Source: an optimization exercise on an open RTL-to-GDS flow (aim: small area, a short achievable clock period and few clock cycles). Production flows keep margins and buffers that such runs may drop.

## mxenc
module mxenc (
    input  wire         clk,
    input  wire         rst,           
    input  wire         in_valid,
    output wire         in_ready,
    input  wire [31:0]  in_data,       
    input  wire [3:0]   in_fmt,        
    input  wire [3:0]   in_ctl,        
    output reg          out_valid,
    input  wire         out_ready,
    output reg  [7:0]   out_scale,
    output wire [255:0] out_data,
    output reg  [3:0]   out_flags,     
    output reg          out_err        
);
    reg [5:0] in_cfg;
    always @(*) begin
        in_cfg[2:0] = 3'd0;
        in_cfg[5]   = 1'b0;
        case (in_fmt)
            4'h4: in_cfg[2:0] = 3'd0;
            4'h5: in_cfg[2:0] = 3'd1;
            4'h6: in_cfg[2:0] = 3'd2;
            4'h7: in_cfg[2:0] = 3'd3;
            4'h8: in_cfg[2:0] = 3'd4;
            4'h9: in_cfg[2:0] = 3'd5;
            default: in_cfg[5] = 1'b1;
        endcase
        if (in_ctl > 4'd3) in_cfg[5] = 1'b1;
        if (in_ctl[0] && !(in_fmt == 4'h4 || in_fmt == 4'h5)) in_cfg[5] = 1'b1;
        in_cfg[4] = in_ctl[1];
        in_cfg[3] = in_ctl[0];
    end
    reg         in_ready_r;
    assign in_ready = in_ready_r;
    wire in_fire = in_valid && in_ready_r;
    reg [31:0] i0_d;
    reg [5:0]  i0_cfg;
    reg        i0_v;
    reg [5:0]  nsh;                 
    wire       i0_un = (i0_d[30:23] == 8'd0) && (i0_d[22:0] != 23'd0) && !i0_d[22];
    always @(posedge clk) begin
        if (in_fire) begin
            i0_d   <= in_data;
            i0_cfg <= in_cfg;
            nsh    <= 6'd0;
        end else if (i0_v && i0_un) begin
            i0_d[22:0] <= {i0_d[21:0], 1'b0};
            nsh        <= nsh - 6'd1;
        end
    end
    wire in_un   = (in_data[30:23] == 8'd0) && (in_data[22:0] != 23'd0) && !in_data[22];
    wire i0_ok_n = in_fire ? !in_un : (!i0_un || i0_d[21]);
    wire [1:0] c0_cls;
    wire [8:0] c0_xs;
    wire [7:0] c0_fr;
    mx_src_pack u_pack (.x(i0_d), .nsh(nsh), .cls(c0_cls), .xs(c0_xs), .fr(c0_fr));
    wire       c0_s = i0_d[31];
    reg [4:0]  h;                   
    reg [12:0] ring [0:31];
  ...
Size in the first run: roughly 2,100 cells after synthesis, ~870 flip-flops, ~320 I/O pins.
export LEC_CHECK = 0
export CAP_MARGIN = 20
export CORE_MARGIN = 2
export CORE_UTILIZATION = 55
export CTS_BUF_LIST = sky130_fd_sc_hd__clkbuf_8
export CTS_CLUSTER_DIAMETER = 55
export CTS_CLUSTER_SIZE = 18
export PLACE_DENSITY = 0.65
export SLEW_MARGIN = 20
export SYNTH_HIERARCHICAL = 0
create_clock -name core_clock -period 24.0 [get_ports {clk}]
standard.sh (not shown) runs the stock make flow with config.mk's settings and CLKGATE_MAP_FILE= SYNTH_SCRIPT=/design/flow/synth_recipe.tcl, a recipe that flattens the netlist after the stock synthesis.
==> flow/flow/run.sh <==
#!/bin/bash
# The standard layout, with the port buffers built from plain buffers
# (buf_2) instead of the cell buffer_ports picks by itself.
set -euo pipefail
export BUFFER_PORTS_ARGS="-buffer_cell sky130_fd_sc_hd__buf_2"
bash standard.sh > standard.log 2>&1
The starting point finished clean.
Rerun with:
--- a/flow/design.v
+++ b/flow/design.v
@@ -1,21 +1,21 @@
 module mx_src_pack (
     input  wire [31:0] x,
-    input  wire [5:0]  nsh,     
+    input  wire [4:0]  nsh,
     output wire [1:0]  cls,     
     output wire [8:0]  xs,
     output wire [7:0]  fr
 );
     wire [7:0]  e = x[30:23];
     wire [22:0] f = x[22:0];
     wire        e_max  = &e;
     wire        e_zero = ~|e;
     wire        f_zero = ~|f;
     assign cls = e_max ? (f_zero ? 2'd2 : 2'd3) : (e_zero && f_zero) ? 2'd1 : 2'd0;
-    assign xs  = e_zero ? {{3{nsh[5]}}, nsh} : {1'b0, e};
+    assign xs  = e_zero ? (9'd0 - {4'b0, nsh}) : {1'b0, e};
     assign fr  = e_zero ? {f[21:15], |f[14:0]} : {f[22:16], |f[15:0]};
 endmodule
 module mx_enc_align (
     input  wire [6:0]  dl,
     input  wire [7:0]  m,
     input  wire [2:0]  fsel,
     input  wire [9:0]  r,
@@ -173,24 +173,24 @@
     end
     reg         in_ready_r;
     assign in_ready = in_ready_r;
     wire in_fire = in_valid && in_ready_r;
     reg [31:0] i0_d;
     reg [5:0]  i0_cfg;
     reg        i0_v;
-    reg [5:0]  nsh;                 
+    reg [4:0]  nsh;                 
     wire       i0_un = (i0_d[30:23] == 8'd0) && (i0_d[22:0] != 23'd0) && !i0_d[22];
     always @(posedge clk) begin
         if (in_fire) begin
             i0_d   <= in_data;
             i0_cfg <= in_cfg;
-            nsh    <= 6'd0;
+            nsh    <= 5'd0;
         end else if (i0_v && i0_un) begin
             i0_d[22:0] <= {i0_d[21:0], 1'b0};
-            nsh        <= nsh - 6'd1;
+            nsh        <= nsh + 5'd1;
         end
     end
     wire in_un   = (in_data[30:23] == 8'd0) && (in_data[22:0] != 23'd0) && !in_data[22];
     wire i0_ok_n = in_fire ? !in_un : (!i0_un || i0_d[21]);
     wire [1:0] c0_cls;
     wire [8:0] c0_xs;
     wire [7:0] c0_fr;
@@ -343,30 +343,30 @@
     end
     reg        d1_v;
     reg        d1_s, d1_spc;
     reg [6:0]  d1_dl;
     reg [7:0]  d1_m;
     wire       d1_first = (dcnt == 5'd1);
     wire       d1_last  = (dcnt == 5'd0);
-    wire [1:0] d1_idx   = dcnt[1:0] - 2'd1;    
+    wire [4:0] d1_idx   = dcnt - 5'd1;
     reg  [9:0] rr;                  
     wire [12:0] hq    = ring[0];
     wire        h_int = drain0 ? (b_fsel == 3'd5) : a_int;
     always @(posedge clk) begin
         if (rst) d1_v <= 1'b0;
         else if (!stall) d1_v <= drain;
         if (!stall) begin
             d1_s   <= hq[12];
             d1_spc <= h_int ? (hq[11:8] == 4'b1000) : (hq[11:5] == 7'd63);
             d1_dl  <= h_int ? {{3{hq[11]}}, hq[11:8]} : hq[11:5];
             d1_m   <= h_int ? hq[7:0] : {hq[4:1], 3'b000, hq[0]};
         end
     end
     wire [1:0] d1_sc  = d1_m[7:6];
-    wire       early  = (dcnt != 5'd0) && (dcnt <= a_lc);    
+    wire       early  = (d1_idx < a_lc);
     wire [2:0] al_cls = d1_spc ? ((d1_sc == 2'd3) ? 3'd4 : {1'b0, d1_sc + 2'd1}) :
                         early ? 3'd4 : 3'd0;
     wire       al_g, al_st;
     wire [9:0] al_d;
     wire [7:0] al_pre;
     mx_enc_align u_align (
         .dl(d1_dl), .m(d1_m), .fsel(a_fsel), .r(rr),
@@ -387,15 +387,15 @@
         else if (!stall) d2_v <= d1_v;
         if (!stall) begin
             d2_s     <= d1_s;
             d2_g     <= al_g;
             d2_st    <= al_st;
             d2_cls   <= al_cls;
             d2_pre   <= al_pre;
-            d2_idx   <= d1_idx;
+            d2_idx   <= d1_idx[1:0];
             d2_first <= d1_first;
             d2_last  <= d1_last;
             if (d1_v && d1_first) begin
                 r_fsel   <= a_fsel;
                 r_rtz    <= a_rtz;
                 r_naninf <= a_naninf;
                 r_zero   <= a_err || a_nanblk;
@@ -444,15 +444,15 @@
     assign stall = stall_r;
     wire take  = d2_v && !stall;
     wire shift = take && emit;
     wire   out_valid_n = (out_valid && !out_ready) || (take && d2_last);
     wire [1:0] d1_wsel = !d1_first ? r_wsel :
                          a_err ? 2'd0 : (a_fsel == 3'd2 || a_fsel == 3'd3) ? 2'd1 :
                          (a_fsel == 3'd4) ? 2'd2 : 2'd0;
-    wire   d1_emit = (d1_wsel == 2'd1) ? (d1_idx != 2'd0) :
+    wire   d1_emit = (d1_wsel == 2'd1) ? (d1_idx[1:0] != 2'd0) :
                      (d1_wsel == 2'd2) ? d1_idx[0] : !d1_first;
     assign stall_n = out_valid_n && (stall ? emit : (d1_v && d1_emit));
     always @(posedge clk) begin
         if (rst) stall_r <= 1'b0;
         else     stall_r <= stall_n;
     end
     always @(posedge clk) begin
=> Core utilization barely changes. Cell area hardly moves. Register-to-register slack loses 0.08 ns. Routed wire length is higher slightly. Sequential share of layout area hardly moves. Cell count goes down by a few percent. Worst setup slack improves by 0.046 ns.
Function was not checked in any run of this note: the RTL went through the layout flow alone.

## separate check: timing with driven ports
Ports are ideal in the flow. The routed layouts listed here were re-timed in OpenROAD. Step 1 assumes that a clkbuf_16 drives the clock port and a buf_2 every other input. Step 2 times the ports against the registers' clock, not the clock port: input delays grow and output delays shrink by t, the midpoint of the rising clock arrivals with the driver on. Slacks: no drivers / after step 1 / after step 2; pairs: no drivers / after step 1.
run	t (ns)	slack for setup (ns)	hold WS [ns]	slew at the worst register clock pin (ns)
the first run	0.776	17.787 / 17.728 / 17.249	0.301 / 0.301 / 0.301	0.12 / 0.12
the second run	0.744	17.833 / 17.781 / 17.362	0.308 / 0.308 / 0.308	0.11 / 0.11
After both steps setup and hold are still met in every run listed. For the first run, which loses most, drivers alone change the setup slack by -0.059 ns; drivers and shift together by -0.538 ns.
